What follows belongs to an exercise in optimizing a design on an open flow for small area, a short achievable clock period and few clock cycles per item; a production flow would make more cautious choices.
Function was checked by simulation only, so behaviour that the tests miss may differ from the original.

==> trial 4 <==
## key_cmac
module key_cmac (
    input  wire         clk,
    input  wire         rst,
    input  wire         start,
    output wire         ready,
    output reg          done,
    input  wire [255:0] key,      
    input  wire [511:0] data,     
    input  wire [6:0]   len,      
    output wire [127:0] mac       
);
==> module aes_kstail, before the edit <==
module aes_kstail (
    input  wire [31:0]  wsb,
    input  wire         rot,
    input  wire [127:0] p,
    input  wire [127:0] wlo,
    input  wire [255:0] kb,
    input  wire         shift,
    output wire [255:0] y
);
    wire [31:0] t = rot ? {wsb[23:0], wsb[31:24]} : wsb;
    assign y = shift ? {wlo, p ^ {t, t, t, t}} : kb;
endmodule
clock: 10.0 ns
lec_check: 0
cap_margin: 20
core_margin: 2
core_utilization: 65
setup_slack_margin: 4
slew_margin: 20
synth_hierarchical: 1
standard.sh (not shown) runs the stock make flow with config.mk's settings and CLKGATE_MAP_FILE= SYNTH_SCRIPT=/design/flow/synth_recipe.tcl, a recipe that flattens the netlist after the stock synthesis.
==> flow/flow/run.sh <==
#!/bin/bash
# Layout flow: the standard flow (standard.sh) with two changes:
#  - synthesis: ABC maps with flow/abc.script (area-recovering &nf mapping;
#    flow/abc_sbox.script for the S-box module) instead of ORFS's
#    abc_speed.script, and without the 3-input xor/xnor cells; everything
#    else (synth_recipe.tcl: register mapping, flattening, renaming) is
#    unchanged;
#  - the port buffers are buf_1 cells (buffer_ports -buffer_cell).
# Each tool's log stays under orfs/logs; make's own output is in flow_make.log.
set -euo pipefail
WORK="$(cd "$(dirname "${BASH_SOURCE[0]}")/.." && pwd)"
cd "$WORK"
sed -e "s#SYNTH_SCRIPT=[^ ]*#SYNTH_SCRIPT=$WORK/flow/synth.tcl 'BUFFER_PORTS_ARGS=-buffer_cell sky130_fd_sc_hd__buf_1'#" \
    standard.sh > "$WORK/flow_standard.sh"
grep -q "SYNTH_SCRIPT=$WORK/flow/synth.tcl" "$WORK/flow_standard.sh"
export MY_ABC_SCRIPT="$WORK/flow/abc.script"
export MY_ABC_SBOX_SCRIPT="$WORK/flow/abc_sbox.script"
export FLOW_SYNTH_TCL="$WORK/synth_recipe.tcl"
bash "$WORK/flow_standard.sh" > "$WORK/flow_make.log" 2>&1
==> flow/flow/abc.script <==
&get -n
&st
&dch
&nf
&put
topo
==> flow/flow/abc_sbox.script <==
&get -n
&st
&dch
&nf -R 1000
&put
topo
==> flow/flow/synth.tcl <==
# The standard flow's synthesis script, with ABC's mapping script replaced by
# flow/abc.script (flow/abc_sbox.script for the S-box module) and the
# 3-input xor/xnor cells kept out of ABC's mapping
proc abc {args} {
  set i [lsearch -exact $args -script]
  foreach c {xor3_1 xor3_2 xor3_4 xnor3_1 xnor3_2 xnor3_4} {
    lappend args -dont_use sky130_fd_sc_hd__$c
  }
  if {$i < 0} {
    yosys abc {*}$args
    return
  }
  set sbox $args
  lset sbox [expr {$i + 1}] $::env(MY_ABC_SBOX_SCRIPT)
  lset args [expr {$i + 1}] $::env(MY_ABC_SCRIPT)
  yosys abc {*}$sbox aes_sbox
  yosys abc {*}$args * aes_sbox %d
}
source $::env(FLOW_SYNTH_TCL)
==> trial 17 (differences from trial 4) <==
--- a/flow/design.v
+++ b/flow/design.v
@@ -199,4 +199,7 @@
 );
-    wire [31:0] t = rot ? {wsb[23:0], wsb[31:24]} : wsb;
-    assign y = shift ? {wlo, p ^ {t, t, t, t}} : kb;
+    wire        sel_r = shift && rot;
+    wire        sel_n = shift && !rot;
+    wire [31:0] t = ({32{sel_r}} & {wsb[23:0], wsb[31:24]}) | ({32{sel_n}} & wsb);
+    wire [255:0] base = shift ? {wlo, p} : kb;
+    assign y = base ^ {128'd0, t, t, t, t};
 endmodule
--- a/flow/flow/run.sh
+++ b/flow/flow/run.sh
@@ -4,5 +4,5 @@
 #    flow/abc_sbox.script for the S-box module) instead of ORFS's
-#    abc_speed.script, and without the 3-input xor/xnor cells; everything
-#    else (synth_recipe.tcl: register mapping, flattening, renaming) is
-#    unchanged;
+#    abc_speed.script, without the 3-input xor/xnor cells and without
+#    yosys's half/full adder extraction; everything else (synth_recipe.tcl:
+#    register mapping, flattening, renaming) is unchanged;
 #  - the port buffers are buf_1 cells (buffer_ports -buffer_cell).
--- a/flow/flow/synth.tcl
+++ b/flow/flow/synth.tcl
@@ -1,4 +1,5 @@
 # The standard flow's synthesis script, with ABC's mapping script replaced by
-# flow/abc.script (flow/abc_sbox.script for the S-box module) and the
-# 3-input xor/xnor cells kept out of ABC's mapping
+# flow/abc.script (flow/abc_sbox.script for the S-box module), the 3-input
+# xor/xnor cells kept out of ABC's mapping, and no half/full adder
+# extraction (ABC maps that logic with the rest)
 proc abc {args} {
@@ -18,2 +19,3 @@
 }
+proc extract_fa {args} {}
 source $::env(FLOW_SYNTH_TCL)
==> build 6 (differences from trial 4) <==
--- a/flow/design.v
+++ b/flow/design.v
@@ -199,4 +199,7 @@
 );
-    wire [31:0] t = rot ? {wsb[23:0], wsb[31:24]} : wsb;
-    assign y = shift ? {wlo, p ^ {t, t, t, t}} : kb;
+    wire        sel_r = shift && rot;
+    wire        sel_n = shift && !rot;
+    wire [31:0] t = ({32{sel_r}} & {wsb[23:0], wsb[31:24]}) | ({32{sel_n}} & wsb);
+    wire [255:0] base = shift ? {wlo, p} : kb;
+    assign y = base ^ {128'd0, t, t, t, t};
 endmodule
--- a/flow/flow/run.sh
+++ b/flow/flow/run.sh
@@ -4,5 +4,5 @@
 #    flow/abc_sbox.script for the S-box module) instead of ORFS's
-#    abc_speed.script, and without the 3-input xor/xnor cells; everything
-#    else (synth_recipe.tcl: register mapping, flattening, renaming) is
-#    unchanged;
+#    abc_speed.script, without the 3-input xor/xnor cells and without
+#    yosys's half/full adder extraction; everything else (synth_recipe.tcl:
+#    register mapping, flattening, renaming) is unchanged;
 #  - the port buffers are buf_1 cells (buffer_ports -buffer_cell).
--- a/flow/flow/synth.tcl
+++ b/flow/flow/synth.tcl
@@ -1,4 +1,5 @@
 # The standard flow's synthesis script, with ABC's mapping script replaced by
-# flow/abc.script (flow/abc_sbox.script for the S-box module) and the
-# 3-input xor/xnor cells kept out of ABC's mapping
+# flow/abc.script (flow/abc_sbox.script for the S-box module), the 3-input
+# xor/xnor cells kept out of ABC's mapping, and no half/full adder
+# extraction (ABC maps that logic with the rest)
 proc abc {args} {
@@ -18,2 +19,3 @@
 }
+proc extract_fa {args} {}
 source $::env(FLOW_SYNTH_TCL)
Settings changed: CORE_UTILIZATION 65 to 55.
==> summary.txt <==
Critical path
  – WP data required: 10.54 ns
  – WP buf/inv: 2

Final layout
  – Storage cell area: 12100 sq um
  – Final Net Count: 8239
  – Most frequent cells in the layout: 1919 x xnor2_1, 907 x buf_1, 861 x nand2_1
  – Clock buf count: 98

Drt
  – WL final: 227000 um

Place
  – Placed Cells: 8614

GRT
  – All-layer global routing usage: 0.427

STA
  – Final min period: 5.84 ns
  – Tightest Pin Transition: around 1.3 ns

Outcome
  – Status: finished clean
-- figures above: build 6

==> summary.txt <==
Final layout
  – Most frequent cells in the layout: 1889 x xnor2_1, 907 x buf_1, 836 x nor2_1
  – Final Net Count: approximately 8000
  – Non-clock buffer count in the final layout: between 1000 and 1500
  – Nonclk inv count: 59

Critical path
  – Critical Path Source Type: flop
  – WP data required: 10.53 ns
  – WP buf/inv: 3

Place
  – Placed Cells: 8220

STA
  – Final min period: roughly 6 ns
  – Tightest Pin Transition: roughly 1.3 ns

GRT
  – All-layer global routing usage: 0.493
  – Met2 Use GR: 0.740

Drt
  – Met2 routed WL: 96000 um
  – WL final: around 230000 um

Outcome
  – Status: finished clean
-- figures above: trial 4

==> summary.txt <==
Logic synthesis
  – Synth Area in Simple Gates: 0.137
  – Ys async rst share: 0

Final layout
  – Most frequent cells in the layout: 1908 x xnor2_1, 907 x buf_1, 861 x nand2_1
  – Data buffer area share: 0.0683
  – Clock buf count: 77
  – Final Net Count: 8238

GRT
  – All-layer global routing usage: 0.502

Critical path
  – Crit-path cells: clkinvlp_4 > nor4b_4 > buf_4 > o221ai_1 > nand4b_1 > buf_4 > buf_4 > nand2_1 > xnor2_1 > xnor2_1 > xnor2_1
  – WP buf/inv: 4

Place
  – Placed Cells: approximately 8400

Drt
  – WL final: 228000 um
  – Met3 wire length: just over 30000 um

STA
  – Final min period: ~6.1 ns

Floorplan
  – Die area: 85300 sq um

Outcome
  – Status: finished clean
-- figures above: trial 17

Testbench counts of trial 4, summed over its fixed seeds: cycles 17,345, items 384.
Testbench counts of trial 17, summed over its fixed seeds: cycles 17,345, items 384.
Testbench counts of build 6, summed over its fixed seeds: cycles 17,345, items 384.

-- afterwards: timing with drivers on the ports --
No port has a modelled driver above. Below, the same layouts with a new extraction and two added sets of constraints. Step 1: set_driving_cell puts a clkbuf_16 on clk and a buf_2 on each other input, an assumption about the parent block. Step 2 also shifts input and output timing later by t, the mid clock arrival at the registers, as if the neighbouring blocks saw the same clock. Slacks: ideal / step 1 / step 2; pairs: ideal / step 1.
run	shift t [ns]	setup WS [ns]	hold slack, ns	worst slew at a driven data input, ns	pins driven straight from the clock port
trial 4	0.743	3.972 / 3.972 / 3.972	0.516 / 0.516 / 0.516	0.23	1
trial 17	0.728	3.940 / 3.940 / 3.940	0.496 / 0.496 / 0.496	0.14	1
build 6	0.728	4.159 / 4.159 / 4.159	0.484 / 0.484 / 0.484	0.14	1
After both steps every run listed still meets setup and hold.
